This design comes from an exercise in tuning for small area, a short achievable clock period and few clock cycles per item on the open sky130 flow, not from production work.
Function was checked by simulation only, so behaviour that the tests miss may differ from the original.

==> flow/design.v, too long to show whole: its modules and the start of the top module <==
// module pixcorr: 199 lines
// module pc_dsub: 154 lines
// module pc_gsub: 154 lines
// module pc_iy: 642 lines
// module pc_ig: 585 lines
// module pc_mul: 1047 lines
// module pc_add18: 150 lines
module pixcorr (
    input  wire        clk,
    input  wire        rst,
    input  wire        in_valid,
    input  wire        in_last,
    input  wire [15:0] in_data,
    input  wire        in_sat,
    input  wire        in_defpix,
    input  wire        in_uncorr,
    input  wire [15:0] dark_a,
    input  wire [15:0] gain_a,
    input  wire [15:0] dark_b,
    input  wire [15:0] gain_b,
    input  wire [7:0]  weight,
    output reg         out_valid,
    output reg         out_last,
    output reg  [15:0] out_data,
    output reg         out_sat,
    output reg         out_defpix,
    output reg         out_interp
);
  // ...
==> flow/flow/run.sh <==
#!/bin/bash
# The standard layout with these changes:
#  - after synthesis, flow/fixpol.py removes the inverters that Yosys's
#    full-adder extraction leaves around full adders (flipping adders and
#    swapping simple gates for their complements instead);
#  - the port buffers are buf_2 cells instead of the resizer's default, and
#    flow/swapbuf.tcl makes the input ones buf_1 after global placement;
#  - clock tree synthesis adds no dummy loads.
# Each tool's output goes to a log file of its own in this folder.
set -euo pipefail
R=$PWD/orfs/results/$FLOW_PLATFORM/pixcorr/base
LIB=$FLOW_HOME/platforms/$FLOW_PLATFORM/lib/sky130_fd_sc_hd__tt_025C_1v80.lib
EXTRA=(BUFFER_PORTS_ARGS="-buffer_cell sky130_fd_sc_hd__buf_2"
       CTS_ARGS="-sink_clustering_enable -repair_clock_nets -dont_use_dummy_load -sink_clustering_size 30 -sink_clustering_max_diameter 100")
bash standard.sh "${EXTRA[@]}" "$R/1_2_yosys.v" > synth.log 2>&1
cp "$R/1_2_yosys.v" yosys_netlist.v
python3 flow/fixpol.py "$LIB" yosys_netlist.v "$R/1_2_yosys.v" > fixpol.log 2>&1
bash standard.sh "${EXTRA[@]}" "$R/3_3_place_gp.odb" > place.log 2>&1
SWAP_ODB="$R/3_3_place_gp.odb" openroad -no_init -exit flow/swapbuf.tcl > swapbuf.log 2>&1
bash standard.sh "${EXTRA[@]}" > layout.log 2>&1
==> flow/flow/swapbuf.tcl <==
# Input port buffers: buf_1 instead of buf_2 (each drives one flip-flop).
read_db $::env(SWAP_ODB)
set block [ord::get_db_block]
set m [[ord::get_db] findMaster sky130_fd_sc_hd__buf_1]
set n 0
foreach inst [$block getInsts] {
  if {[[$inst getMaster] getName] ne "sky130_fd_sc_hd__buf_2"} { continue }
  set net [[$inst findITerm A] getNet]
  if {$net eq "NULL" || [$net getSigType] eq "CLOCK" || [$net getName] eq "clk"} { continue }
  set bterms [$net getBTerms]
  if {[llength $bterms] != 1 || [[lindex $bterms 0] getIoType] ne "INPUT"} { continue }
  $inst swapMaster $m
  incr n
}
puts "swapbuf: $n input buffers now buf_1"
write_db $::env(SWAP_ODB)
==> flow/standard.sh <==
#!/bin/bash
# synth_recipe.tcl (not shown) runs the flow's synth.tcl, then flattens the netlist and writes it again
# the make line also repeats each setting of config.mk as NAME=value (left out here)
make -C /OpenROAD-flow-scripts/flow DESIGN_CONFIG=/design/flow/config.mk WORK_HOME=/design/flow/orfs CLKGATE_MAP_FILE= SYNTH_SCRIPT=/design/flow/synth_recipe.tcl "${@:-finish}"
==> flow/config.mk <==
export PLATFORM = sky130hd
export DESIGN_NAME = pixcorr
export DESIGN_NICKNAME = pixcorr
export VERILOG_FILES = /design/flow/design.v
export SDC_FILE = /design/flow/constraint.sdc
export NUM_CORES = 4
export LEC_CHECK = 0
export CAP_MARGIN = 20
export CORE_MARGIN = 2
export CORE_UTILIZATION = 40
export SLEW_MARGIN = 20
==> flow/constraint.sdc <==
create_clock -name core_clock -period 34.0 [get_ports {clk}]
set_input_delay 6.8000 -clock core_clock [delete_from_list [all_inputs] [get_ports {clk}]]
set_output_delay 6.8000 -clock core_clock [all_outputs]
set_load 0.01 [all_outputs]
Not shown: flow/flow/fixpol.py
==> results.py, run 1 <==
metrics = {
    "critical_path": {
        "startpoint": "out_data[15]",
        "r2r_slack_ns": 26.49,
        "timing.rr.start": "l1",
        "critical_path_class": "reg2out",
        "critical_path.cell_chain": "buf_2",
    },
    "clock_network": {
        "cts_buffers": 16,
        "cts.clk_slew.worst_paths_ns": 0.08,
    },
    "global_routing": {
        "grt_util_met3": 0.0218,
        "grt_max_degree": 42,
        "busiest_layer": "met2",
    },
    "finish": {
        "num-multi-input-gates": 1975,
        "drive_gt1_frac": 0.0348,
        "n_clock_buffer": 16,
        "sequential_cell_total": 220,
        "nNonClkInverters": 101,
        "largest_cell_class": "multi-input combinational cells",
        "syn_to_final_growth_pct": 7.09,
    },
    "worst_hold_path": {
        "min_to": "b_val[7]",
        "whs_path_depth": 0,
        "hold_start": "a_val[7]",
    },
    "routing": {
        "drt_iter0_drc": 1018,
        "met1_length_mm": 23.9,
        "wl_mm": 56.4,
    },
    "placed_design": {
        "dpl_worst_slack_ns": 26.68,
        "post-place-cells": 3195,
        "place.gp.congestion": 0.863,
    },
    "timing": {
        "skew_ns": 0.0732,
        "final_hold_viol_count": 0,
    },
    "status": {
        "status": "no timing/DRC/antenna violations",
    },
}
Testbench counts, summed over its fixed seeds: cycles 105,949, pixels 105,901.
==> module pc_mul, before the edit <==
module pc_mul (
    input wire [16:0] y,
    input wire [15:0] g,
    output wire [15:0] z,
    output wire ovf
);
    wire t0 = g[0] & y[0];
    wire t1 = g[0] & y[1];
    wire t2 = g[0] & y[2];
    wire t3 = g[0] & y[3];
    wire t4 = g[0] & y[4];
    wire t5 = g[0] & y[5];
    wire t6 = g[0] & y[6];
    wire t7 = g[0] & y[7];
    wire t8 = g[0] & y[8];
    wire t9 = g[0] & y[9];
    wire t10 = g[0] & y[10];
    wire t11 = g[0] & y[11];
    wire t12 = g[0] & y[12];
    wire t13 = g[0] & y[13];
    wire t14 = g[0] & y[14];
    wire t15 = g[0] & y[15];
    wire t16 = g[0] & y[16];
    wire t17 = g[1] & y[0];
    wire t18 = g[1] & y[1];
    wire t19 = g[1] & y[2];
    wire t20 = g[1] & y[3];
    wire t21 = g[1] & y[4];
    wire t22 = g[1] & y[5];
    wire t23 = g[1] & y[6];
    wire t24 = g[1] & y[7];
    wire t25 = g[1] & y[8];
    wire t26 = g[1] & y[9];
    wire t27 = g[1] & y[10];
    wire t28 = g[1] & y[11];
    wire t29 = g[1] & y[12];
    wire t30 = g[1] & y[13];
    wire t31 = g[1] & y[14];
    wire t32 = g[1] & y[15];
    wire t33 = g[1] & y[16];
    wire t34 = g[2] & y[0];
    wire t35 = g[2] & y[1];
    wire t36 = g[2] & y[2];
    wire t37 = g[2] & y[3];
    wire t38 = g[2] & y[4];
    wire t39 = g[2] & y[5];
    wire t40 = g[2] & y[6];
    wire t41 = g[2] & y[7];
    wire t42 = g[2] & y[8];
    wire t43 = g[2] & y[9];
    wire t44 = g[2] & y[10];
    wire t45 = g[2] & y[11];
    wire t46 = g[2] & y[12];
    wire t47 = g[2] & y[13];
    wire t48 = g[2] & y[14];
    wire t49 = g[2] & y[15];
    wire t50 = g[2] & y[16];
    wire t51 = g[3] & y[0];
    wire t52 = g[3] & y[1];
    wire t53 = g[3] & y[2];
    wire t54 = g[3] & y[3];
    wire t55 = g[3] & y[4];
    wire t56 = g[3] & y[5];
    wire t57 = g[3] & y[6];
    wire t58 = g[3] & y[7];
    wire t59 = g[3] & y[8];
    wire t60 = g[3] & y[9];
    wire t61 = g[3] & y[10];
    wire t62 = g[3] & y[11];
    wire t63 = g[3] & y[12];
    wire t64 = g[3] & y[13];
    wire t65 = g[3] & y[14];
    wire t66 = g[3] & y[15];
    wire t67 = g[3] & y[16];
    wire t68 = g[4] & y[0];
    wire t69 = g[4] & y[1];
    wire t70 = g[4] & y[2];
    wire t71 = g[4] & y[3];
    wire t72 = g[4] & y[4];
    wire t73 = g[4] & y[5];
    wire t74 = g[4] & y[6];
    wire t75 = g[4] & y[7];
    wire t76 = g[4] & y[8];
    wire t77 = g[4] & y[9];
    wire t78 = g[4] & y[10];
    wire t79 = g[4] & y[11];
    wire t80 = g[4] & y[12];
    wire t81 = g[4] & y[13];
    wire t82 = g[4] & y[14];
    wire t83 = g[4] & y[15];
    wire t84 = g[4] & y[16];
    wire t85 = g[5] & y[0];
    wire t86 = g[5] & y[1];
    wire t87 = g[5] & y[2];
    wire t88 = g[5] & y[3];
    wire t89 = g[5] & y[4];
    wire t90 = g[5] & y[5];
    wire t91 = g[5] & y[6];
    wire t92 = g[5] & y[7];
    wire t93 = g[5] & y[8];
    wire t94 = g[5] & y[9];
    wire t95 = g[5] & y[10];
    wire t96 = g[5] & y[11];
    wire t97 = g[5] & y[12];
    wire t98 = g[5] & y[13];
    wire t99 = g[5] & y[14];
    wire t100 = g[5] & y[15];
    wire t101 = g[5] & y[16];
    wire t102 = g[6] & y[0];
    wire t103 = g[6] & y[1];
    wire t104 = g[6] & y[2];
    wire t105 = g[6] & y[3];
    wire t106 = g[6] & y[4];
    wire t107 = g[6] & y[5];
    wire t108 = g[6] & y[6];
    wire t109 = g[6] & y[7];
    wire t110 = g[6] & y[8];
    wire t111 = g[6] & y[9];
    wire t112 = g[6] & y[10];
    wire t113 = g[6] & y[11];
    wire t114 = g[6] & y[12];
    wire t115 = g[6] & y[13];
    wire t116 = g[6] & y[14];
    wire t117 = g[6] & y[15];
    wire t118 = g[6] & y[16];
    wire t119 = g[7] & y[0];
    wire t120 = g[7] & y[1];
    wire t121 = g[7] & y[2];
    wire t122 = g[7] & y[3];
    wire t123 = g[7] & y[4];
    wire t124 = g[7] & y[5];
    wire t125 = g[7] & y[6];
    wire t126 = g[7] & y[7];
    wire t127 = g[7] & y[8];
    wire t128 = g[7] & y[9];
    wire t129 = g[7] & y[10];
    wire t130 = g[7] & y[11];
    wire t131 = g[7] & y[12];
    wire t132 = g[7] & y[13];
    wire t133 = g[7] & y[14];
    wire t134 = g[7] & y[15];
    wire t135 = g[7] & y[16];
    wire t136 = g[8] & y[0];
    wire t137 = g[8] & y[1];
    wire t138 = g[8] & y[2];
    wire t139 = g[8] & y[3];
    wire t140 = g[8] & y[4];
    wire t141 = g[8] & y[5];
    wire t142 = g[8] & y[6];
    wire t143 = g[8] & y[7];
    wire t144 = g[8] & y[8];
    wire t145 = g[8] & y[9];
    wire t146 = g[8] & y[10];
    wire t147 = g[8] & y[11];
    wire t148 = g[8] & y[12];
    wire t149 = g[8] & y[13];
    wire t150 = g[8] & y[14];
    wire t151 = g[8] & y[15];
    wire t152 = g[8] & y[16];
    wire t153 = g[9] & y[0];
    wire t154 = g[9] & y[1];
    wire t155 = g[9] & y[2];
    wire t156 = g[9] & y[3];
    wire t157 = g[9] & y[4];
    wire t158 = g[9] & y[5];
    wire t159 = g[9] & y[6];
    wire t160 = g[9] & y[7];
    wire t161 = g[9] & y[8];
    wire t162 = g[9] & y[9];
    wire t163 = g[9] & y[10];
    wire t164 = g[9] & y[11];
    wire t165 = g[9] & y[12];
    wire t166 = g[9] & y[13];
    wire t167 = g[9] & y[14];
    wire t168 = g[9] & y[15];
    wire t169 = g[9] & y[16];
    wire t170 = g[10] & y[0];
    wire t171 = g[10] & y[1];
    wire t172 = g[10] & y[2];
    wire t173 = g[10] & y[3];
    wire t174 = g[10] & y[4];
    wire t175 = g[10] & y[5];
    wire t176 = g[10] & y[6];
    wire t177 = g[10] & y[7];
    wire t178 = g[10] & y[8];
    wire t179 = g[10] & y[9];
    wire t180 = g[10] & y[10];
    wire t181 = g[10] & y[11];
    wire t182 = g[10] & y[12];
    wire t183 = g[10] & y[13];
    wire t184 = g[10] & y[14];
    wire t185 = g[10] & y[15];
    wire t186 = g[10] & y[16];
    wire t187 = g[11] & y[0];
    wire t188 = g[11] & y[1];
    wire t189 = g[11] & y[2];
    wire t190 = g[11] & y[3];
    wire t191 = g[11] & y[4];
    wire t192 = g[11] & y[5];
    wire t193 = g[11] & y[6];
    wire t194 = g[11] & y[7];
    wire t195 = g[11] & y[8];
    wire t196 = g[11] & y[9];
    wire t197 = g[11] & y[10];
    wire t198 = g[11] & y[11];
    wire t199 = g[11] & y[12];
    wire t200 = g[11] & y[13];
    wire t201 = g[11] & y[14];
    wire t202 = g[11] & y[15];
    wire t203 = g[11] & y[16];
    wire t204 = g[12] & y[0];
    wire t205 = g[12] & y[1];
    wire t206 = g[12] & y[2];
    wire t207 = g[12] & y[3];
    wire t208 = g[12] & y[4];
    wire t209 = g[12] & y[5];
    wire t210 = g[12] & y[6];
    wire t211 = g[12] & y[7];
    wire t212 = g[12] & y[8];
    wire t213 = g[12] & y[9];
    wire t214 = g[12] & y[10];
    wire t215 = g[12] & y[11];
    wire t216 = g[12] & y[12];
    wire t217 = g[12] & y[13];
    wire t218 = g[12] & y[14];
    wire t219 = g[12] & y[15];
    wire t220 = g[12] & y[16];
    wire t221 = g[13] & y[0];
    wire t222 = g[13] & y[1];
    wire t223 = g[13] & y[2];
    wire t224 = g[13] & y[3];
    wire t225 = g[13] & y[4];
    wire t226 = g[13] & y[5];
    wire t227 = g[13] & y[6];
    wire t228 = g[13] & y[7];
    wire t229 = g[13] & y[8];
    wire t230 = g[13] & y[9];
    wire t231 = g[13] & y[10];
    wire t232 = g[13] & y[11];
    wire t233 = g[13] & y[12];
    wire t234 = g[13] & y[13];
    wire t235 = g[13] & y[14];
    wire t236 = g[13] & y[15];
    wire t237 = g[13] & y[16];
    wire t238 = g[14] & y[0];
    wire t239 = g[14] & y[1];
    wire t240 = g[14] & y[2];
    wire t241 = g[14] & y[3];
    wire t242 = g[14] & y[4];
    wire t243 = g[14] & y[5];
    wire t244 = g[14] & y[6];
    wire t245 = g[14] & y[7];
    wire t246 = g[14] & y[8];
    wire t247 = g[14] & y[9];
    wire t248 = g[14] & y[10];
    wire t249 = g[14] & y[11];
    wire t250 = g[14] & y[12];
    wire t251 = g[14] & y[13];
    wire t252 = g[14] & y[14];
    wire t253 = g[14] & y[15];
    wire t254 = g[14] & y[16];
    wire t255 = g[15] & y[0];
    wire t256 = g[15] & y[1];
    wire t257 = g[15] & y[2];
    wire t258 = g[15] & y[3];
    wire t259 = g[15] & y[4];
    wire t260 = g[15] & y[5];
    wire t261 = g[15] & y[6];
    wire t262 = g[15] & y[7];
    wire t263 = g[15] & y[8];
    wire t264 = g[15] & y[9];
    wire t265 = g[15] & y[10];
    wire t266 = g[15] & y[11];
    wire t267 = g[15] & y[12];
    wire t268 = g[15] & y[13];
    wire t269 = g[15] & y[14];
    wire t270 = g[15] & y[15];
    wire t271 = g[15] & y[16];
    wire t272 = ~(t13 ^ t29);
    wire t273 = t13 | t29;
    wire t274 = t14 ^ t30 ^ t46;
    wire t275 = (t14 & t30) | (t14 & t46) | (t30 & t46);
    wire t276 = t62 ^ t78;
    wire t277 = t62 & t78;
    wire t278 = t15 ^ t31 ^ t47;
    wire t279 = (t15 & t31) | (t15 & t47) | (t31 & t47);
    wire t280 = t63 ^ t79 ^ t95;
    wire t281 = (t63 & t79) | (t63 & t95) | (t79 & t95);
    wire t282 = t111 ^ t127;
    wire t283 = t111 & t127;
    wire t284 = t16 ^ t32 ^ t48;
    wire t285 = (t16 & t32) | (t16 & t48) | (t32 & t48);
    wire t286 = t64 ^ t80 ^ t96;
    wire t287 = (t64 & t80) | (t64 & t96) | (t80 & t96);
    wire t288 = t112 ^ t128 ^ t144;
    wire t289 = (t112 & t128) | (t112 & t144) | (t128 & t144);
    wire t290 = t33 ^ t49 ^ t65;
    wire t291 = (t33 & t49) | (t33 & t65) | (t49 & t65);
    wire t292 = t81 ^ t97 ^ t113;
    wire t293 = (t81 & t97) | (t81 & t113) | (t97 & t113);
    wire t294 = t129 ^ t145;
    wire t295 = t129 & t145;
    wire t296 = t50 ^ t66 ^ t82;
    wire t297 = (t50 & t66) | (t50 & t82) | (t66 & t82);
    wire t298 = t98 ^ t114 ^ t130;
    wire t299 = (t98 & t114) | (t98 & t130) | (t114 & t130);
    wire t300 = t67 ^ t83 ^ t99;
    wire t301 = (t67 & t83) | (t67 & t99) | (t83 & t99);
    wire t302 = t9 ^ t25;
    wire t303 = t9 & t25;
    wire t304 = t10 ^ t26 ^ t42;
    wire t305 = (t10 & t26) | (t10 & t42) | (t26 & t42);
    wire t306 = t58 ^ t74;
    wire t307 = t58 & t74;
    wire t308 = t11 ^ t27 ^ t43;
    wire t309 = (t11 & t27) | (t11 & t43) | (t27 & t43);
    wire t310 = t59 ^ t75 ^ t91;
    wire t311 = (t59 & t75) | (t59 & t91) | (t75 & t91);
    wire t312 = t107 ^ t123;
    wire t313 = t107 & t123;
    wire t314 = t12 ^ t28 ^ t44;
    wire t315 = (t12 & t28) | (t12 & t44) | (t28 & t44);
    wire t316 = t60 ^ t76 ^ t92;
    wire t317 = (t60 & t76) | (t60 & t92) | (t76 & t92);
    wire t318 = t108 ^ t124 ^ t140;
    wire t319 = (t108 & t124) | (t108 & t140) | (t124 & t140);
    wire t320 = t156 ^ t172;
    wire t321 = t156 & t172;
    wire t322 = t45 ^ t61 ^ t77;
    wire t323 = (t45 & t61) | (t45 & t77) | (t61 & t77);
    wire t324 = t93 ^ t109 ^ t125;
    wire t325 = (t93 & t109) | (t93 & t125) | (t109 & t125);
    wire t326 = t141 ^ t157 ^ t173;
    wire t327 = (t141 & t157) | (t141 & t173) | (t157 & t173);
    wire t328 = t189 ^ t205 ^ t221;
    wire t329 = (t189 & t205) | (t189 & t221) | (t205 & t221);
    wire t330 = t94 ^ t110 ^ t126;
    wire t331 = (t94 & t110) | (t94 & t126) | (t110 & t126);
    wire t332 = t142 ^ t158 ^ t174;
    wire t333 = (t142 & t158) | (t142 & t174) | (t158 & t174);
    wire t334 = t190 ^ t206 ^ t222;
    wire t335 = (t190 & t206) | (t190 & t222) | (t206 & t222);
    wire t336 = t238 ^ t273 ^ t274;
    wire t337 = (t238 & t273) | (t238 & t274) | (t273 & t274);
    wire t338 = t143 ^ t159 ^ t175;
    wire t339 = (t143 & t159) | (t143 & t175) | (t159 & t175);
    wire t340 = t191 ^ t207 ^ t223;
    wire t341 = (t191 & t207) | (t191 & t223) | (t207 & t223);
    wire t342 = t239 ^ t255 ^ t277;
    wire t343 = (t239 & t255) | (t239 & t277) | (t255 & t277);
    wire t344 = t275 ^ t278 ^ t280;
    wire t345 = (t275 & t278) | (t275 & t280) | (t278 & t280);
    wire t346 = t160 ^ t176 ^ t192;
    wire t347 = (t160 & t176) | (t160 & t192) | (t176 & t192);
    wire t348 = t208 ^ t224 ^ t240;
    wire t349 = (t208 & t224) | (t208 & t240) | (t224 & t240);
    wire t350 = t256 ^ t283 ^ t279;
    wire t351 = (t256 & t283) | (t256 & t279) | (t283 & t279);
    wire t352 = t281 ^ t284 ^ t286;
    wire t353 = (t281 & t284) | (t281 & t286) | (t284 & t286);
    wire t354 = t161 ^ t177 ^ t193;
    wire t355 = (t161 & t177) | (t161 & t193) | (t177 & t193);
    wire t356 = t209 ^ t225 ^ t241;
    wire t357 = (t209 & t225) | (t209 & t241) | (t225 & t241);
    wire t358 = t257 ^ t285 ^ t287;
    wire t359 = (t257 & t285) | (t257 & t287) | (t285 & t287);
    wire t360 = t289 ^ t290 ^ t292;
    wire t361 = (t289 & t290) | (t289 & t292) | (t290 & t292);
    wire t362 = t146 ^ t162 ^ t178;
    wire t363 = (t146 & t162) | (t146 & t178) | (t162 & t178);
    wire t364 = t194 ^ t210 ^ t226;
    wire t365 = (t194 & t210) | (t194 & t226) | (t210 & t226);
    wire t366 = t242 ^ t258 ^ t295;
    wire t367 = (t242 & t258) | (t242 & t295) | (t258 & t295);
    wire t368 = t291 ^ t293 ^ t296;
    wire t369 = (t291 & t293) | (t291 & t296) | (t293 & t296);
    wire t370 = t115 ^ t131 ^ t147;
    wire t371 = (t115 & t131) | (t115 & t147) | (t131 & t147);
    wire t372 = t163 ^ t179 ^ t195;
    wire t373 = (t163 & t179) | (t163 & t195) | (t179 & t195);
    wire t374 = t211 ^ t227 ^ t243;
    wire t375 = (t211 & t227) | (t211 & t243) | (t227 & t243);
    wire t376 = t259 ^ t297 ^ t299;
    wire t377 = (t259 & t297) | (t259 & t299) | (t297 & t299);
    wire t378 = t84 ^ t100 ^ t116;
    wire t379 = (t84 & t100) | (t84 & t116) | (t100 & t116);
    wire t380 = t132 ^ t148 ^ t164;
    wire t381 = (t132 & t148) | (t132 & t164) | (t148 & t164);
    wire t382 = t180 ^ t196 ^ t212;
    wire t383 = (t180 & t196) | (t180 & t212) | (t196 & t212);
    wire t384 = t228 ^ t244 ^ t260;
    wire t385 = (t228 & t244) | (t228 & t260) | (t244 & t260);
    wire t386 = t101 ^ t117 ^ t133;
    wire t387 = (t101 & t117) | (t101 & t133) | (t117 & t133);
    wire t388 = t149 ^ t165 ^ t181;
    wire t389 = (t149 & t165) | (t149 & t181) | (t165 & t181);
    wire t390 = t197 ^ t213 ^ t229;
    wire t391 = (t197 & t213) | (t197 & t229) | (t213 & t229);
    wire t392 = t118 ^ t134 ^ t150;
    wire t393 = (t118 & t134) | (t118 & t150) | (t134 & t150);
    wire t394 = t166 ^ t182 ^ t198;
    wire t395 = (t166 & t182) | (t166 & t198) | (t182 & t198);
    wire t396 = t135 ^ t151 ^ t167;
    wire t397 = (t135 & t151) | (t135 & t167) | (t151 & t167);
    wire t398 = t6 ^ t22;
    wire t399 = t6 & t22;
    wire t400 = t7 ^ t23 ^ t39;
    wire t401 = (t7 & t23) | (t7 & t39) | (t23 & t39);
    wire t402 = t55 ^ t71;
    wire t403 = t55 & t71;
    wire t404 = t8 ^ t24 ^ t40;
    wire t405 = (t8 & t24) | (t8 & t40) | (t24 & t40);
    wire t406 = t56 ^ t72 ^ t88;
    wire t407 = (t56 & t72) | (t56 & t88) | (t72 & t88);
    wire t408 = t104 ^ t120;
    wire t409 = t104 & t120;
    wire t410 = t41 ^ t57 ^ t73;
    wire t411 = (t41 & t57) | (t41 & t73) | (t57 & t73);
    wire t412 = t89 ^ t105 ^ t121;
    wire t413 = (t89 & t105) | (t89 & t121) | (t105 & t121);
    wire t414 = t137 ^ t153 ^ t302;
    wire t415 = (t137 & t153) | (t137 & t302) | (t153 & t302);
    wire t416 = t90 ^ t106 ^ t122;
    wire t417 = (t90 & t106) | (t90 & t122) | (t106 & t122);
    wire t418 = t138 ^ t154 ^ t170;
    wire t419 = (t138 & t154) | (t138 & t170) | (t154 & t170);
    wire t420 = t303 ^ t304 ^ t306;
    wire t421 = (t303 & t304) | (t303 & t306) | (t304 & t306);
    wire t422 = t139 ^ t155 ^ t171;
    wire t423 = (t139 & t155) | (t139 & t171) | (t155 & t171);
    wire t424 = t187 ^ t307 ^ t305;
    wire t425 = (t187 & t307) | (t187 & t305) | (t307 & t305);
    wire t426 = t308 ^ t310 ^ t312;
    wire t427 = (t308 & t310) | (t308 & t312) | (t310 & t312);
    wire t428 = t188 ^ t204 ^ t313;
    wire t429 = (t188 & t204) | (t188 & t313) | (t204 & t313);
    wire t430 = t309 ^ t311 ^ t314;
    wire t431 = (t309 & t311) | (t309 & t314) | (t311 & t314);
    wire t432 = t316 ^ t318 ^ t320;
    wire t433 = (t316 & t318) | (t316 & t320) | (t318 & t320);
    wire t434 = t321 ^ t315 ^ t317;
    wire t435 = (t321 & t315) | (t321 & t317) | (t315 & t317);
    wire t436 = t319 ^ t322 ^ t324;
    wire t437 = (t319 & t322) | (t319 & t324) | (t322 & t324);
    wire t438 = t326 ^ t328 ^ t272;
    wire t439 = (t326 & t328) | (t326 & t272) | (t328 & t272);
    wire t440 = t323 ^ t325 ^ t327;
    wire t441 = (t323 & t325) | (t323 & t327) | (t325 & t327);
    wire t442 = t329 ^ t330 ^ t332;
    wire t443 = (t329 & t330) | (t329 & t332) | (t330 & t332);
    wire t444 = t334 ^ t276 ^ t336;
    wire t445 = (t334 & t276) | (t334 & t336) | (t276 & t336);
    wire t446 = t331 ^ t333 ^ t335;
    wire t447 = (t331 & t333) | (t331 & t335) | (t333 & t335);
    wire t448 = t338 ^ t340 ^ t282;
    wire t449 = (t338 & t340) | (t338 & t282) | (t340 & t282);
    wire t450 = t342 ^ t337 ^ t344;
    wire t451 = (t342 & t337) | (t342 & t344) | (t337 & t344);
    wire t452 = t339 ^ t341 ^ t346;
    wire t453 = (t339 & t341) | (t339 & t346) | (t341 & t346);
    wire t454 = t348 ^ t288 ^ t343;
    wire t455 = (t348 & t288) | (t348 & t343) | (t288 & t343);
    wire t456 = t345 ^ t350 ^ t352;
    wire t457 = (t345 & t350) | (t345 & t352) | (t350 & t352);
    wire t458 = t347 ^ t349 ^ t354;
    wire t459 = (t347 & t349) | (t347 & t354) | (t349 & t354);
    wire t460 = t356 ^ t294 ^ t351;
    wire t461 = (t356 & t294) | (t356 & t351) | (t294 & t351);
    wire t462 = t353 ^ t358 ^ t360;
    wire t463 = (t353 & t358) | (t353 & t360) | (t358 & t360);
    wire t464 = t355 ^ t357 ^ t362;
    wire t465 = (t355 & t357) | (t355 & t362) | (t357 & t362);
    wire t466 = t364 ^ t298 ^ t366;
    wire t467 = (t364 & t298) | (t364 & t366) | (t298 & t366);
    wire t468 = t359 ^ t361 ^ t368;
    wire t469 = (t359 & t361) | (t359 & t368) | (t361 & t368);
    wire t470 = t363 ^ t365 ^ t370;
    wire t471 = (t363 & t365) | (t363 & t370) | (t365 & t370);
    wire t472 = t372 ^ t374 ^ t300;
    wire t473 = (t372 & t374) | (t372 & t300) | (t374 & t300);
    wire t474 = t367 ^ t369 ^ t376;
    wire t475 = (t367 & t369) | (t367 & t376) | (t369 & t376);
    wire t476 = t371 ^ t373 ^ t375;
    wire t477 = (t371 & t373) | (t371 & t375) | (t373 & t375);
    wire t478 = t301 ^ t378 ^ t380;
    wire t479 = (t301 & t378) | (t301 & t380) | (t378 & t380);
    wire t480 = t382 ^ t384 ^ t377;
    wire t481 = (t382 & t384) | (t382 & t377) | (t384 & t377);
    wire t482 = t245 ^ t261 ^ t379;
    wire t483 = (t245 & t261) | (t245 & t379) | (t261 & t379);
    wire t484 = t381 ^ t383 ^ t385;
    wire t485 = (t381 & t383) | (t381 & t385) | (t383 & t385);
    wire t486 = t386 ^ t388 ^ t390;
    wire t487 = (t386 & t388) | (t386 & t390) | (t388 & t390);
    wire t488 = t214 ^ t230 ^ t246;
    wire t489 = (t214 & t230) | (t214 & t246) | (t230 & t246);
    wire t490 = t262 ^ t387 ^ t389;
    wire t491 = (t262 & t387) | (t262 & t389) | (t387 & t389);
    wire t492 = t391 ^ t392 ^ t394;
    wire t493 = (t391 & t392) | (t391 & t394) | (t392 & t394);
    wire t494 = t183 ^ t199 ^ t215;
    wire t495 = (t183 & t199) | (t183 & t215) | (t199 & t215);
    wire t496 = t231 ^ t247 ^ t263;
    wire t497 = (t231 & t247) | (t231 & t263) | (t247 & t263);
    wire t498 = t393 ^ t395 ^ t396;
    wire t499 = (t393 & t395) | (t393 & t396) | (t395 & t396);
    wire t500 = t152 ^ t168 ^ t184;
    wire t501 = (t152 & t168) | (t152 & t184) | (t168 & t184);
    wire t502 = t200 ^ t216 ^ t232;
    wire t503 = (t200 & t216) | (t200 & t232) | (t216 & t232);
    wire t504 = t248 ^ t264 ^ t397;
    wire t505 = (t248 & t264) | (t248 & t397) | (t264 & t397);
    wire t506 = t169 ^ t185 ^ t201;
    wire t507 = (t169 & t185) | (t169 & t201) | (t185 & t201);
    wire t508 = t217 ^ t233 ^ t249;
    wire t509 = (t217 & t233) | (t217 & t249) | (t233 & t249);
    wire t510 = t186 ^ t202 ^ t218;
    wire t511 = (t186 & t202) | (t186 & t218) | (t202 & t218);
    wire t512 = t4 ^ t20;
    wire t513 = t4 & t20;
    wire t514 = t5 ^ t21 ^ t37;
    wire t515 = (t5 & t21) | (t5 & t37) | (t21 & t37);
    wire t516 = t53 ^ t69;
    wire t517 = t53 & t69;
    wire t518 = t38 ^ t54 ^ t70;
    wire t519 = (t38 & t54) | (t38 & t70) | (t54 & t70);
    wire t520 = t86 ^ t102 ^ t398;
    wire t521 = (t86 & t102) | (t86 & t398) | (t102 & t398);
    wire t522 = t87 ^ t103 ^ t119;
    wire t523 = (t87 & t103) | (t87 & t119) | (t103 & t119);
    wire t524 = t399 ^ t400 ^ t402;
    wire t525 = (t399 & t400) | (t399 & t402) | (t400 & t402);
    wire t526 = t136 ^ t403 ^ t401;
    wire t527 = (t136 & t403) | (t136 & t401) | (t403 & t401);
    wire t528 = t404 ^ t406 ^ t408;
    wire t529 = (t404 & t406) | (t404 & t408) | (t406 & t408);
    wire t530 = t409 ^ t405 ^ t407;
    wire t531 = (t409 & t405) | (t409 & t407) | (t405 & t407);
    wire t532 = t410 ^ t412 ^ t414;
    wire t533 = (t410 & t412) | (t410 & t414) | (t412 & t414);
    wire t534 = t411 ^ t413 ^ t416;
    wire t535 = (t411 & t413) | (t411 & t416) | (t413 & t416);
    wire t536 = t418 ^ t415 ^ t420;
    wire t537 = (t418 & t415) | (t418 & t420) | (t415 & t420);
    wire t538 = t417 ^ t419 ^ t422;
    wire t539 = (t417 & t419) | (t417 & t422) | (t419 & t422);
    wire t540 = t424 ^ t421 ^ t426;
    wire t541 = (t424 & t421) | (t424 & t426) | (t421 & t426);
    wire t542 = t423 ^ t428 ^ t425;
    wire t543 = (t423 & t428) | (t423 & t425) | (t428 & t425);
    wire t544 = t427 ^ t430 ^ t432;
    wire t545 = (t427 & t430) | (t427 & t432) | (t430 & t432);
    wire t546 = t429 ^ t431 ^ t434;
    wire t547 = (t429 & t431) | (t429 & t434) | (t431 & t434);
    wire t548 = t433 ^ t436 ^ t438;
    wire t549 = (t433 & t436) | (t433 & t438) | (t436 & t438);
    wire t550 = t435 ^ t437 ^ t440;
    wire t551 = (t435 & t437) | (t435 & t440) | (t437 & t440);
    wire t552 = t439 ^ t442 ^ t444;
    wire t553 = (t439 & t442) | (t439 & t444) | (t442 & t444);
    wire t554 = t441 ^ t443 ^ t446;
    wire t555 = (t441 & t443) | (t441 & t446) | (t443 & t446);
    wire t556 = t448 ^ t445 ^ t450;
    wire t557 = (t448 & t445) | (t448 & t450) | (t445 & t450);
    wire t558 = t447 ^ t449 ^ t452;
    wire t559 = (t447 & t449) | (t447 & t452) | (t449 & t452);
    wire t560 = t454 ^ t451 ^ t456;
    wire t561 = (t454 & t451) | (t454 & t456) | (t451 & t456);
    wire t562 = t453 ^ t458 ^ t455;
    wire t563 = (t453 & t458) | (t453 & t455) | (t458 & t455);
    wire t564 = t460 ^ t457 ^ t462;
    wire t565 = (t460 & t457) | (t460 & t462) | (t457 & t462);
    wire t566 = t459 ^ t464 ^ t466;
    wire t567 = (t459 & t464) | (t459 & t466) | (t464 & t466);
    wire t568 = t461 ^ t463 ^ t468;
    wire t569 = (t461 & t463) | (t461 & t468) | (t463 & t468);
    wire t570 = t465 ^ t470 ^ t472;
    wire t571 = (t465 & t470) | (t465 & t472) | (t470 & t472);
    wire t572 = t467 ^ t469 ^ t474;
    wire t573 = (t467 & t469) | (t467 & t474) | (t469 & t474);
    wire t574 = t471 ^ t473 ^ t476;
    wire t575 = (t471 & t473) | (t471 & t476) | (t473 & t476);
    wire t576 = t478 ^ t475 ^ t480;
    wire t577 = (t478 & t475) | (t478 & t480) | (t475 & t480);
    wire t578 = t477 ^ t479 ^ t482;
    wire t579 = (t477 & t479) | (t477 & t482) | (t479 & t482);
    wire t580 = t484 ^ t486 ^ t481;
    wire t581 = (t484 & t486) | (t484 & t481) | (t486 & t481);
    wire t582 = t488 ^ t483 ^ t485;
    wire t583 = (t488 & t483) | (t488 & t485) | (t483 & t485);
    wire t584 = t487 ^ t490 ^ t492;
    wire t585 = (t487 & t490) | (t487 & t492) | (t490 & t492);
    wire t586 = t489 ^ t494 ^ t496;
    wire t587 = (t489 & t494) | (t489 & t496) | (t494 & t496);
    wire t588 = t491 ^ t493 ^ t498;
    wire t589 = (t491 & t493) | (t491 & t498) | (t493 & t498);
    wire t590 = t495 ^ t497 ^ t500;
    wire t591 = (t495 & t497) | (t495 & t500) | (t497 & t500);
    wire t592 = t502 ^ t499 ^ t504;
    wire t593 = (t502 & t499) | (t502 & t504) | (t499 & t504);
    wire t594 = t265 ^ t501 ^ t503;
    wire t595 = (t265 & t501) | (t265 & t503) | (t501 & t503);
    wire t596 = t506 ^ t508 ^ t505;
    wire t597 = (t506 & t508) | (t506 & t505) | (t508 & t505);
    wire t598 = t234 ^ t250 ^ t266;
    wire t599 = (t234 & t250) | (t234 & t266) | (t250 & t266);
    wire t600 = t507 ^ t509 ^ t510;
    wire t601 = (t507 & t509) | (t507 & t510) | (t509 & t510);
    wire t602 = t203 ^ t219 ^ t235;
    wire t603 = (t203 & t219) | (t203 & t235) | (t219 & t235);
    wire t604 = t251 ^ t267 ^ t511;
    wire t605 = (t251 & t267) | (t251 & t511) | (t267 & t511);
    wire t606 = t220 ^ t236 ^ t252;
    wire t607 = (t220 & t236) | (t220 & t252) | (t236 & t252);
    wire t608 = t3 ^ t19;
    wire t609 = t3 & t19;
    wire t610 = t36 ^ t52 ^ t68;
    wire t611 = (t36 & t52) | (t36 & t68) | (t52 & t68);
    wire t612 = t85 ^ t513 ^ t514;
    wire t613 = (t85 & t513) | (t85 & t514) | (t513 & t514);
    wire t614 = t517 ^ t515 ^ t518;
    wire t615 = (t517 & t515) | (t517 & t518) | (t515 & t518);
    wire t616 = t519 ^ t522 ^ t521;
    wire t617 = (t519 & t522) | (t519 & t521) | (t522 & t521);
    wire t618 = t523 ^ t526 ^ t525;
    wire t619 = (t523 & t526) | (t523 & t525) | (t526 & t525);
    wire t620 = t527 ^ t530 ^ t529;
    wire t621 = (t527 & t530) | (t527 & t529) | (t530 & t529);
    wire t622 = t531 ^ t534 ^ t533;
    wire t623 = (t531 & t534) | (t531 & t533) | (t534 & t533);
    wire t624 = t535 ^ t538 ^ t537;
    wire t625 = (t535 & t538) | (t535 & t537) | (t538 & t537);
    wire t626 = t539 ^ t542 ^ t541;
    wire t627 = (t539 & t542) | (t539 & t541) | (t542 & t541);
    wire t628 = t543 ^ t546 ^ t545;
    wire t629 = (t543 & t546) | (t543 & t545) | (t546 & t545);
    wire t630 = t547 ^ t550 ^ t549;
    wire t631 = (t547 & t550) | (t547 & t549) | (t550 & t549);
    wire t632 = t551 ^ t554 ^ t553;
    wire t633 = (t551 & t554) | (t551 & t553) | (t554 & t553);
    wire t634 = t555 ^ t558 ^ t557;
    wire t635 = (t555 & t558) | (t555 & t557) | (t558 & t557);
    wire t636 = t559 ^ t562 ^ t561;
    wire t637 = (t559 & t562) | (t559 & t561) | (t562 & t561);
    wire t638 = t563 ^ t566 ^ t565;
    wire t639 = (t563 & t566) | (t563 & t565) | (t566 & t565);
    wire t640 = t570 ^ t567 ^ t569;
    wire t641 = (t570 & t567) | (t570 & t569) | (t567 & t569);
    wire t642 = t571 ^ t574 ^ t576;
    wire t643 = (t571 & t574) | (t571 & t576) | (t574 & t576);
    wire t644 = t575 ^ t578 ^ t577;
    wire t645 = (t575 & t578) | (t575 & t577) | (t578 & t577);
    wire t646 = t579 ^ t582 ^ t584;
    wire t647 = (t579 & t582) | (t579 & t584) | (t582 & t584);
    wire t648 = t586 ^ t583 ^ t585;
    wire t649 = (t586 & t583) | (t586 & t585) | (t583 & t585);
    wire t650 = t587 ^ t590 ^ t589;
    wire t651 = (t587 & t590) | (t587 & t589) | (t590 & t589);
    wire t652 = t591 ^ t594 ^ t593;
    wire t653 = (t591 & t594) | (t591 & t593) | (t594 & t593);
    wire t654 = t598 ^ t595 ^ t600;
    wire t655 = (t598 & t595) | (t598 & t600) | (t595 & t600);
    wire t656 = t599 ^ t602 ^ t601;
    wire t657 = (t599 & t602) | (t599 & t601) | (t602 & t601);
    wire t658 = t268 ^ t603 ^ t606;
    wire t659 = (t268 & t603) | (t268 & t606) | (t603 & t606);
    wire t660 = t237 ^ t253 ^ t269;
    wire t661 = (t237 & t253) | (t237 & t269) | (t253 & t269);
    wire t662 = t2 ^ t18;
    wire t663 = t2 & t18;
    wire t664 = t35 ^ t51 ^ t608;
    wire t665 = (t35 & t51) | (t35 & t608) | (t51 & t608);
    wire t666 = t609 ^ t610 ^ t512;
    wire t667 = (t609 & t610) | (t609 & t512) | (t610 & t512);
    wire t668 = t611 ^ t516 ^ t612;
    wire t669 = (t611 & t516) | (t611 & t612) | (t516 & t612);
    wire t670 = t613 ^ t614 ^ t520;
    wire t671 = (t613 & t614) | (t613 & t520) | (t614 & t520);
    wire t672 = t615 ^ t524 ^ t616;
    wire t673 = (t615 & t524) | (t615 & t616) | (t524 & t616);
    wire t674 = t528 ^ t617 ^ t618;
    wire t675 = (t528 & t617) | (t528 & t618) | (t617 & t618);
    wire t676 = t619 ^ t620 ^ t532;
    wire t677 = (t619 & t620) | (t619 & t532) | (t620 & t532);
    wire t678 = t621 ^ t536 ^ t622;
    wire t679 = (t621 & t536) | (t621 & t622) | (t536 & t622);
    wire t680 = t540 ^ t623 ^ t624;
    wire t681 = (t540 & t623) | (t540 & t624) | (t623 & t624);
    wire t682 = t544 ^ t625 ^ t626;
    wire t683 = (t544 & t625) | (t544 & t626) | (t625 & t626);
    wire t684 = t548 ^ t627 ^ t628;
    wire t685 = (t548 & t627) | (t548 & t628) | (t627 & t628);
    wire t686 = t629 ^ t552 ^ t630;
    wire t687 = (t629 & t552) | (t629 & t630) | (t552 & t630);
    wire t688 = t631 ^ t556 ^ t632;
    wire t689 = (t631 & t556) | (t631 & t632) | (t556 & t632);
    wire t690 = t560 ^ t633 ^ t634;
    wire t691 = (t560 & t633) | (t560 & t634) | (t633 & t634);
    wire t692 = t564 ^ t635 ^ t636;
    wire t693 = (t564 & t635) | (t564 & t636) | (t635 & t636);
    wire t694 = t568 ^ t637 ^ t638;
    wire t695 = (t568 & t637) | (t568 & t638) | (t637 & t638);
    wire t696 = t572 ^ t639 ^ t640;
    wire t697 = (t572 & t639) | (t572 & t640) | (t639 & t640);
    wire t698 = t573 ^ t641 ^ t642;
    wire t699 = (t573 & t641) | (t573 & t642) | (t641 & t642);
    wire t700 = t580 ^ t643 ^ t644;
    wire t701 = (t580 & t643) | (t580 & t644) | (t643 & t644);
    wire t702 = t581 ^ t646 ^ t645;
    wire t703 = (t581 & t646) | (t581 & t645) | (t646 & t645);
    wire t704 = t588 ^ t648 ^ t647;
    wire t705 = (t588 & t648) | (t588 & t647) | (t648 & t647);
    wire t706 = t592 ^ t649 ^ t650;
    wire t707 = (t592 & t649) | (t592 & t650) | (t649 & t650);
    wire t708 = t596 ^ t651 ^ t652;
    wire t709 = (t596 & t651) | (t596 & t652) | (t651 & t652);
    wire t710 = t597 ^ t654 ^ t653;
    wire t711 = (t597 & t654) | (t597 & t653) | (t654 & t653);
    wire t712 = t604 ^ t655 ^ t656;
    wire t713 = (t604 & t655) | (t604 & t656) | (t655 & t656);
    wire t714 = t605 ^ t658 ^ t657;
    wire t715 = (t605 & t658) | (t605 & t657) | (t658 & t657);
    wire t716 = t607 ^ t660 ^ t659;
    wire t717 = (t607 & t660) | (t607 & t659) | (t660 & t659);
    wire t718 = t254 ^ t270 ^ t661;
    wire t719 = (t254 & t270) | (t254 & t661) | (t270 & t661);
    wire t720 = t1 ^ t17;
    wire t721 = t1 & t17;
    wire t722 = t662 ^ t34;
    wire t723 = t662 & t34;
    wire t724 = t663 ^ t664;
    wire t725 = t663 & t664;
    wire t726 = t665 ^ t666;
    wire t727 = t665 & t666;
    wire t728 = t667 ^ t668;
    wire t729 = t667 & t668;
    wire t730 = t669 ^ t670;
    wire t731 = t669 & t670;
    wire t732 = t671 ^ t672;
    wire t733 = t671 & t672;
    wire t734 = t673 ^ t674;
    wire t735 = t673 & t674;
    wire t736 = t675 ^ t676;
    wire t737 = t675 & t676;
    wire t738 = t677 ^ t678;
    wire t739 = t677 & t678;
    wire t740 = t679 ^ t680;
    wire t741 = t679 & t680;
    wire t742 = t681 ^ t682;
    wire t743 = t681 & t682;
    wire t744 = t683 ^ t684;
    wire t745 = t683 & t684;
    wire t746 = t685 ^ t686;
    wire t747 = t685 & t686;
    wire t748 = t687 ^ t688;
    wire t749 = t687 & t688;
    wire t750 = t689 ^ t690;
    wire t751 = t689 & t690;
    wire t752 = t691 ^ t692;
    wire t753 = t691 & t692;
    wire t754 = t693 ^ t694;
    wire t755 = t693 & t694;
    wire t756 = t695 ^ t696;
    wire t757 = t695 & t696;
    wire t758 = t697 ^ t698;
    wire t759 = t697 & t698;
    wire t760 = t699 ^ t700;
    wire t761 = t699 & t700;
    wire t762 = t701 ^ t702;
    wire t763 = t701 & t702;
    wire t764 = t703 ^ t704;
    wire t765 = t703 & t704;
    wire t766 = t705 ^ t706;
    wire t767 = t705 & t706;
    wire t768 = t707 ^ t708;
    wire t769 = t707 & t708;
    wire t770 = t709 ^ t710;
    wire t771 = t709 & t710;
    wire t772 = t711 ^ t712;
    wire t773 = t711 & t712;
    wire t774 = t713 ^ t714;
    wire t775 = t713 & t714;
    wire t776 = t715 ^ t716;
    wire t777 = t715 & t716;
    wire t778 = t717 ^ t718;
    wire t779 = t717 & t718;
    wire t780 = t719 ^ t271;
    wire t781 = t719 & t271;
    wire t782 = t720 & t0;
    wire t783 = t724 & t723;
    wire t784 = t725 | t783;
    wire t785 = t724 & t722;
    wire t786 = t728 & t727;
    wire t787 = t729 | t786;
    wire t788 = t728 & t726;
    wire t789 = t732 & t731;
    wire t790 = t733 | t789;
    wire t791 = t732 & t730;
    wire t792 = t736 & t735;
    wire t793 = t737 | t792;
    wire t794 = t736 & t734;
    wire t795 = t740 & t739;
    wire t796 = t741 | t795;
    wire t797 = t740 & t738;
    wire t798 = t744 & t743;
    wire t799 = t745 | t798;
    wire t800 = t744 & t742;
    wire t801 = t748 & t747;
    wire t802 = t749 | t801;
    wire t803 = t748 & t746;
    wire t804 = t752 & t751;
    wire t805 = t753 | t804;
    wire t806 = t752 & t750;
    wire t807 = t756 & t755;
    wire t808 = t757 | t807;
    wire t809 = t756 & t754;
    wire t810 = t760 & t759;
    wire t811 = t761 | t810;
    wire t812 = t760 & t758;
    wire t813 = t764 & t763;
    wire t814 = t765 | t813;
    wire t815 = t764 & t762;
    wire t816 = t768 & t767;
    wire t817 = t769 | t816;
    wire t818 = t768 & t766;
    wire t819 = t772 & t771;
    wire t820 = t773 | t819;
    wire t821 = t772 & t770;
    wire t822 = t776 & t775;
    wire t823 = t777 | t822;
    wire t824 = t776 & t774;
    wire t825 = t780 & t779;
    wire t826 = t781 | t825;
    wire t827 = t780 & t778;
    wire t828 = t722 & t721;
    wire t829 = t723 | t828;
    wire t830 = t722 & t782;
    wire t831 = t785 & t721;
    wire t832 = t784 | t831;
    wire t833 = t785 & t782;
    wire t834 = t730 & t787;
    wire t835 = t731 | t834;
    wire t836 = t730 & t788;
    wire t837 = t791 & t787;
    wire t838 = t790 | t837;
    wire t839 = t791 & t788;
    wire t840 = t738 & t793;
    wire t841 = t739 | t840;
    wire t842 = t738 & t794;
    wire t843 = t797 & t793;
    wire t844 = t796 | t843;
    wire t845 = t797 & t794;
    wire t846 = t746 & t799;
    wire t847 = t747 | t846;
    wire t848 = t746 & t800;
    wire t849 = t803 & t799;
    wire t850 = t802 | t849;
    wire t851 = t803 & t800;
    wire t852 = t754 & t805;
    wire t853 = t755 | t852;
    wire t854 = t754 & t806;
    wire t855 = t809 & t805;
    wire t856 = t808 | t855;
    wire t857 = t809 & t806;
    wire t858 = t762 & t811;
    wire t859 = t763 | t858;
    wire t860 = t762 & t812;
    wire t861 = t815 & t811;
    wire t862 = t814 | t861;
    wire t863 = t815 & t812;
    wire t864 = t770 & t817;
    wire t865 = t771 | t864;
    wire t866 = t770 & t818;
    wire t867 = t821 & t817;
    wire t868 = t820 | t867;
    wire t869 = t821 & t818;
    wire t870 = t778 & t823;
    wire t871 = t779 | t870;
    wire t872 = t778 & t824;
    wire t873 = t827 & t823;
    wire t874 = t826 | t873;
    wire t875 = t827 & t824;
    wire t876 = t726 & t832;
    wire t877 = t727 | t876;
    wire t878 = t726 & t833;
    wire t879 = t788 & t832;
    wire t880 = t787 | t879;
    wire t881 = t788 & t833;
    wire t882 = t836 & t832;
    wire t883 = t835 | t882;
    wire t884 = t836 & t833;
    wire t885 = t839 & t832;
    wire t886 = t838 | t885;
    wire t887 = t839 & t833;
    wire t888 = t742 & t844;
    wire t889 = t743 | t888;
    wire t890 = t742 & t845;
    wire t891 = t800 & t844;
    wire t892 = t799 | t891;
    wire t893 = t800 & t845;
    wire t894 = t848 & t844;
    wire t895 = t847 | t894;
    wire t896 = t848 & t845;
    wire t897 = t851 & t844;
    wire t898 = t850 | t897;
    wire t899 = t851 & t845;
    wire t900 = t758 & t856;
    wire t901 = t759 | t900;
    wire t902 = t758 & t857;
    wire t903 = t812 & t856;
    wire t904 = t811 | t903;
    wire t905 = t812 & t857;
    wire t906 = t860 & t856;
    wire t907 = t859 | t906;
    wire t908 = t860 & t857;
    wire t909 = t863 & t856;
    wire t910 = t862 | t909;
    wire t911 = t863 & t857;
    wire t912 = t774 & t868;
    wire t913 = t775 | t912;
    wire t914 = t774 & t869;
    wire t915 = t824 & t868;
    wire t916 = t823 | t915;
    wire t917 = t824 & t869;
    wire t918 = t872 & t868;
    wire t919 = t871 | t918;
    wire t920 = t872 & t869;
    wire t921 = t875 & t868;
    wire t922 = t874 | t921;
    wire t923 = t875 & t869;
    wire t924 = t734 & t886;
    wire t925 = t735 | t924;
    wire t926 = t734 & t887;
    wire t927 = t794 & t886;
    wire t928 = t793 | t927;
    wire t929 = t794 & t887;
    wire t930 = t842 & t886;
    wire t931 = t841 | t930;
    wire t932 = t842 & t887;
    wire t933 = t845 & t886;
    wire t934 = t844 | t933;
    wire t935 = t845 & t887;
    wire t936 = t890 & t886;
    wire t937 = t889 | t936;
    wire t938 = t890 & t887;
    wire t939 = t893 & t886;
    wire t940 = t892 | t939;
    wire t941 = t893 & t887;
    wire t942 = t896 & t886;
    wire t943 = t895 | t942;
    wire t944 = t896 & t887;
    wire t945 = t899 & t886;
    wire t946 = t898 | t945;
    wire t947 = t899 & t887;
    wire t948 = t766 & t910;
    wire t949 = t767 | t948;
    wire t950 = t766 & t911;
    wire t951 = t818 & t910;
    wire t952 = t817 | t951;
    wire t953 = t818 & t911;
    wire t954 = t866 & t910;
    wire t955 = t865 | t954;
    wire t956 = t866 & t911;
    wire t957 = t869 & t910;
    wire t958 = t868 | t957;
    wire t959 = t869 & t911;
    wire t960 = t914 & t910;
    wire t961 = t913 | t960;
    wire t962 = t914 & t911;
    wire t963 = t917 & t910;
    wire t964 = t916 | t963;
    wire t965 = t917 & t911;
    wire t966 = t920 & t910;
    wire t967 = t919 | t966;
    wire t968 = t920 & t911;
    wire t969 = t923 & t910;
    wire t970 = t922 | t969;
    wire t971 = t923 & t911;
    wire t972 = t750 & t946;
    wire t973 = t751 | t972;
    wire t974 = t750 & t947;
    wire t975 = t806 & t946;
    wire t976 = t805 | t975;
    wire t977 = t806 & t947;
    wire t978 = t854 & t946;
    wire t979 = t853 | t978;
    wire t980 = t854 & t947;
    wire t981 = t857 & t946;
    wire t982 = t856 | t981;
    wire t983 = t857 & t947;
    wire t984 = t902 & t946;
    wire t985 = t901 | t984;
    wire t986 = t902 & t947;
    wire t987 = t905 & t946;
    wire t988 = t904 | t987;
    wire t989 = t905 & t947;
    wire t990 = t908 & t946;
    wire t991 = t907 | t990;
    wire t992 = t908 & t947;
    wire t993 = t911 & t946;
    wire t994 = t910 | t993;
    wire t995 = t911 & t947;
    wire t996 = t950 & t946;
    wire t997 = t949 | t996;
    wire t998 = t950 & t947;
    wire t999 = t953 & t946;
    wire t1000 = t952 | t999;
    wire t1001 = t953 & t947;
    wire t1002 = t956 & t946;
    wire t1003 = t955 | t1002;
    wire t1004 = t956 & t947;
    wire t1005 = t959 & t946;
    wire t1006 = t958 | t1005;
    wire t1007 = t959 & t947;
    wire t1008 = t962 & t946;
    wire t1009 = t961 | t1008;
    wire t1010 = t962 & t947;
    wire t1011 = t965 & t946;
    wire t1012 = t964 | t1011;
    wire t1013 = t965 & t947;
    wire t1014 = t968 & t946;
    wire t1015 = t967 | t1014;
    wire t1016 = t968 & t947;
    wire t1017 = t971 & t946;
    wire t1018 = t970 | t1017;
    wire t1019 = t971 & t947;
    wire t1020 = t746 ^ t940;
    wire t1021 = t748 ^ t943;
    wire t1022 = t750 ^ t946;
    wire t1023 = t752 ^ t973;
    wire t1024 = t754 ^ t976;
    wire t1025 = t756 ^ t979;
    wire t1026 = t758 ^ t982;
    wire t1027 = t760 ^ t985;
    wire t1028 = t762 ^ t988;
    wire t1029 = t764 ^ t991;
    wire t1030 = t766 ^ t994;
    wire t1031 = t768 ^ t997;
    wire t1032 = t770 ^ t1000;
    wire t1033 = t772 ^ t1003;
    wire t1034 = t774 ^ t1006;
    wire t1035 = t776 ^ t1009;
    wire t1036 = t778 ^ t1012;
    wire t1037 = t780 ^ t1015;
    assign z = {t1035, t1034, t1033, t1032, t1031, t1030, t1029, t1028, t1027, t1026, t1025, t1024, t1023, t1022, t1021, t1020};
    assign ovf = t1036 | t1037 | t1018;
endmodule
==> inputs of run 2 (changes only) <==
--- a/flow/design.v
+++ b/flow/design.v
@@ -2458,32 +2458,32 @@
     wire t717 = (t607 & t660) | (t607 & t659) | (t660 & t659);
     wire t718 = t254 ^ t270 ^ t661;
     wire t719 = (t254 & t270) | (t254 & t661) | (t270 & t661);
-    wire t720 = t1 ^ t17;
-    wire t721 = t1 & t17;
-    wire t722 = t662 ^ t34;
-    wire t723 = t662 & t34;
-    wire t724 = t663 ^ t664;
-    wire t725 = t663 & t664;
-    wire t726 = t665 ^ t666;
-    wire t727 = t665 & t666;
-    wire t728 = t667 ^ t668;
-    wire t729 = t667 & t668;
-    wire t730 = t669 ^ t670;
-    wire t731 = t669 & t670;
-    wire t732 = t671 ^ t672;
-    wire t733 = t671 & t672;
-    wire t734 = t673 ^ t674;
-    wire t735 = t673 & t674;
-    wire t736 = t675 ^ t676;
-    wire t737 = t675 & t676;
-    wire t738 = t677 ^ t678;
-    wire t739 = t677 & t678;
-    wire t740 = t679 ^ t680;
-    wire t741 = t679 & t680;
-    wire t742 = t681 ^ t682;
-    wire t743 = t681 & t682;
-    wire t744 = t683 ^ t684;
-    wire t745 = t683 & t684;
+    wire t720 = t1 & t17;
+    wire t721 = t1 | t17;
+    wire t722 = t662 & t34;
+    wire t723 = t662 | t34;
+    wire t724 = t663 & t664;
+    wire t725 = t663 | t664;
+    wire t726 = t665 & t666;
+    wire t727 = t665 | t666;
+    wire t728 = t667 & t668;
+    wire t729 = t667 | t668;
+    wire t730 = t669 & t670;
+    wire t731 = t669 | t670;
+    wire t732 = t671 & t672;
+    wire t733 = t671 | t672;
+    wire t734 = t673 & t674;
+    wire t735 = t673 | t674;
+    wire t736 = t675 & t676;
+    wire t737 = t675 | t676;
+    wire t738 = t677 & t678;
+    wire t739 = t677 | t678;
+    wire t740 = t679 & t680;
+    wire t741 = t679 | t680;
+    wire t742 = t681 & t682;
+    wire t743 = t681 | t682;
+    wire t744 = t683 & t684;
+    wire t745 = t683 | t684;
     wire t746 = t685 ^ t686;
     wire t747 = t685 & t686;
     wire t748 = t687 ^ t688;
@@ -2520,25 +2520,25 @@
     wire t779 = t717 & t718;
     wire t780 = t719 ^ t271;
     wire t781 = t719 & t271;
-    wire t782 = t720 & t0;
-    wire t783 = t724 & t723;
-    wire t784 = t725 | t783;
-    wire t785 = t724 & t722;
-    wire t786 = t728 & t727;
-    wire t787 = t729 | t786;
-    wire t788 = t728 & t726;
-    wire t789 = t732 & t731;
-    wire t790 = t733 | t789;
-    wire t791 = t732 & t730;
-    wire t792 = t736 & t735;
-    wire t793 = t737 | t792;
-    wire t794 = t736 & t734;
-    wire t795 = t740 & t739;
-    wire t796 = t741 | t795;
-    wire t797 = t740 & t738;
-    wire t798 = t744 & t743;
-    wire t799 = t745 | t798;
-    wire t800 = t744 & t742;
+    wire t782 = t721 & t0;
+    wire t783 = t725 & t722;
+    wire t784 = t724 | t783;
+    wire t785 = t725 & t723;
+    wire t786 = t729 & t726;
+    wire t787 = t728 | t786;
+    wire t788 = t729 & t727;
+    wire t789 = t733 & t730;
+    wire t790 = t732 | t789;
+    wire t791 = t733 & t731;
+    wire t792 = t737 & t734;
+    wire t793 = t736 | t792;
+    wire t794 = t737 & t735;
+    wire t795 = t741 & t738;
+    wire t796 = t740 | t795;
+    wire t797 = t741 & t739;
+    wire t798 = t745 & t742;
+    wire t799 = t744 | t798;
+    wire t800 = t745 & t743;
     wire t801 = t748 & t747;
     wire t802 = t749 | t801;
     wire t803 = t748 & t746;
@@ -2566,21 +2566,21 @@
     wire t825 = t780 & t779;
     wire t826 = t781 | t825;
     wire t827 = t780 & t778;
-    wire t828 = t722 & t721;
-    wire t829 = t723 | t828;
-    wire t830 = t722 & t782;
-    wire t831 = t785 & t721;
+    wire t828 = t723 & t720;
+    wire t829 = t722 | t828;
+    wire t830 = t723 & t782;
+    wire t831 = t785 & t720;
     wire t832 = t784 | t831;
     wire t833 = t785 & t782;
-    wire t834 = t730 & t787;
-    wire t835 = t731 | t834;
-    wire t836 = t730 & t788;
+    wire t834 = t731 & t787;
+    wire t835 = t730 | t834;
+    wire t836 = t731 & t788;
     wire t837 = t791 & t787;
     wire t838 = t790 | t837;
     wire t839 = t791 & t788;
-    wire t840 = t738 & t793;
-    wire t841 = t739 | t840;
-    wire t842 = t738 & t794;
+    wire t840 = t739 & t793;
+    wire t841 = t738 | t840;
+    wire t842 = t739 & t794;
     wire t843 = t797 & t793;
     wire t844 = t796 | t843;
     wire t845 = t797 & t794;
@@ -2614,9 +2614,9 @@
     wire t873 = t827 & t823;
     wire t874 = t826 | t873;
     wire t875 = t827 & t824;
-    wire t876 = t726 & t832;
-    wire t877 = t727 | t876;
-    wire t878 = t726 & t833;
+    wire t876 = t727 & t832;
+    wire t877 = t726 | t876;
+    wire t878 = t727 & t833;
     wire t879 = t788 & t832;
     wire t880 = t787 | t879;
     wire t881 = t788 & t833;
@@ -2626,9 +2626,9 @@
     wire t885 = t839 & t832;
     wire t886 = t838 | t885;
     wire t887 = t839 & t833;
-    wire t888 = t742 & t844;
-    wire t889 = t743 | t888;
-    wire t890 = t742 & t845;
+    wire t888 = t743 & t844;
+    wire t889 = t742 | t888;
+    wire t890 = t743 & t845;
     wire t891 = t800 & t844;
     wire t892 = t799 | t891;
     wire t893 = t800 & t845;
@@ -2662,9 +2662,9 @@
     wire t921 = t875 & t868;
     wire t922 = t874 | t921;
     wire t923 = t875 & t869;
-    wire t924 = t734 & t886;
-    wire t925 = t735 | t924;
-    wire t926 = t734 & t887;
+    wire t924 = t735 & t886;
+    wire t925 = t734 | t924;
+    wire t926 = t735 & t887;
     wire t927 = t794 & t886;
     wire t928 = t793 | t927;
     wire t929 = t794 & t887;
==> run 2 against run 1 <==
Against the previous run:
- still clean
- synthesized area shrank 0.79%
- setup slack lost 0.074 ns
- clock skew up 0.0054 ns
- register-to-register slack hardly changed
- final area is 1.1% lower
- global-route usage down 0.89 points
- critical path type unchanged
==> results.py, run 2 <==
metrics = {
    "critical_path": {
        "critical_path.max_fanout": 1,
        "cp-start-kind": "register",
        "crit_buf_inv": 1,
        "critical_path.cell_chain": "buf_2",
        "critical_path_class": "reg2out",
        "cpPeakStageDelay_ns": 0.35,
        "slowest_stage": "dfxtp_1",
        "worstPathRequired_ns": 27.20,
        "crit_path_end_kind": "primary output",
        "crit_arrival_ns": 1.00,
        "critPathTopFamily": "flip-flops",
    },
    "clock_network": {
        "cts_setup_buffers": 0,
        "holdBufCountCts": 0,
        "cts.sinks": 220,
        "cts_buffer_depth": 3,
        "h-tree-depth": 1,
        "cts.clk_slew.worst_paths_ns": 0.11,
        "cts_resized": 0,
        "clk_latency_ns": 0.53,
        "cts-root-buf": "clkbuf_16",
        "cts_buffers": 13,
        "cts_tree": "done",
    },
    "global_routing": {
        "grt_pass1_vias": 18200,
        "grt_max_degree": 46,
        "grt_pass1_wl_mm": 90.7,
        "antenna_found_initial": 0,
        "overflow": 0,
        "grt_use_total": 0.187,
    },
    "timing": {
        "setup_viol": 0,
        "rsz0062_at_grt": "no",
        "relSlewSlack": 0.347,
        "period_share": 0.229,
        "max_freq_mhz": 128,
        "slew_violations": 0,
        "skew_ns": 0.0786,
        "worst_pin_slew_ns": 0.978,
        "layout_setup_ws_ns": 26.20,
        "final_hold_viol_count": 0,
        "final.setup.tns_ns": 0,
        "period_minus_slack_ns": 7.80,
    },
    "routing": {
        "avgViaCountPerCell": 5.33,
        "wl_per_cell_um": 17.4,
        "wl_mm": 54.2,
        "drc": 0,
        "drt_iter0_drc": 1041,
        "ant_nets": 0,
        "num_vias": 16700,
        "dr.pass1.iters": 8,
    },
    "yosys": {
        "syn_avg_cell_area_um2": 10.0,
        "syn_nets": 2906,
        "synthCells": 2300,
        "yosysWarnings": 3,
        "synth_area_mm2": 0.0230,
    },
    "finish": {
        "utilization": 0.434,
        "largest_reg_flops": 18,
        "antenna_cells": 0,
        "final_common_cell": "nand2_1",
        "syn_to_final_growth_pct": 6.81,
        "fillerInstances": 5413,
        "largest-register": "r1_y",
        "drive_gt1_frac": 0.0507,
        "nNetsFinal": 2974,
        "layout_common_cells": "nand2_1, fa_1, dfxtp_1",
    },
    "floorplanning": {
        "die_w_um": 244,
        "core_mm2": 0.0567,
        "initial_utilization": 0.406,
        "dieArea_mm2": 0.0595,
        "ioPinCount": 116,
        "row_count": 87,
        "die_y_um": 244,
    },
    "placed_design": {
        "dpl_worst_slack_ns": 26.53,
        "place.gp.congestion": 0.860,
        "port_buffers": 115,
        "dp_hpwl_mm": 42.9,
    },
    "worst_hold_path": {
        "hold_class": "reg2reg",
    },
    "flow_run": {
        "drv_cap": 0,
    },
    "status": {
        "status": "no timing/DRC/antenna violations",
    },
}
-- run 2: cell types whose count changed in the layout (fill, tap and decap cells not counted), sizes merged, moves of 10 or more --
cell	previous run	this run
mux2i	35	7
o21a	8	18
a21oi	88	62
nand2	542	530
or2	29	19
mux4	0	15
mux2	9	25
nor2	178	161
-- run 2: routing by layer --
layer  part of all wire  vias to the layer above  track usage  wire length (um)
met3              0.049                       91       0.0187              2680
met5                  0                        -            0                 0
met2               0.51                      478        0.332             27400
met1               0.42                     8467        0.240             22600
li1                   -                     7614            -                 -
met4              0.027                        0       0.0558              1440
-- run 2: area by class of cell --
cell class                      instances  area [um^2]  area share
Inverter                              106          398      0.0162
Tap cell                              756          946      0.0385
Multi-Input combinational cell       1892        17700       0.721
Clock buffer                           13          325      0.0132
Timing Repair Buffer                  135          608      0.0247
Sequential cell                       220         4580       0.186
-- run 2: stage by stage --
step                      hold WS (ns)  instance area (um^2)  std cells
after floorplan                  0.310                 23000       2300
after global placement           0.312                 24400       3109
after detailed placement         0.317                 24300       3109
after CTS                        0.333                 24600       3122
after global routing             0.331                 24600       3122
final                            0.329                 24600       3122
-- run 2: worst paths after layout --
path | start | end | slack (ns) | cells after the start
worst max register to register | r0_da[0] | r1_y[17] | 26.50 | 26
worst min-delay path | r1_fault | a_fault | 0.33 | 0
worst min register to register | r1_fault | a_fault | 0.33 | 0
worst max-delay path | out_data[13] | out_data[13] | 26.20 | 1
Testbench counts of run 2, summed over its fixed seeds: cycles 105,949, pixels 105,901.

[what the ideal ports hide]
How much do the figures lean on ideal ports? The routed layouts below were timed once more, with nothing changed but the port constraints. Step 1: set_driving_cell puts a clkbuf_16 on clk and a buf_2 on each other input, an assumption about the parent block. Step 2 adds t to the input delays and takes it off the output delays; t is the mean of the earliest and latest rising clock arrival at the registers after step 1. Input paths then give back, and output paths get back, about the clock's delay inside the block. Three values: ideal ports, drivers, drivers and shift; two values: the first two.
run	shift t [ns]	slack for setup (ns)	worst data-port slew with drivers (ns)	cell pins on the clock port's net
run 1	0.548	26.273 / 26.215 / 26.488	0.04	1
run 2	0.547	26.199 / 26.143 / 26.496	0.05	1
After both steps setup and hold are still met in every run listed.
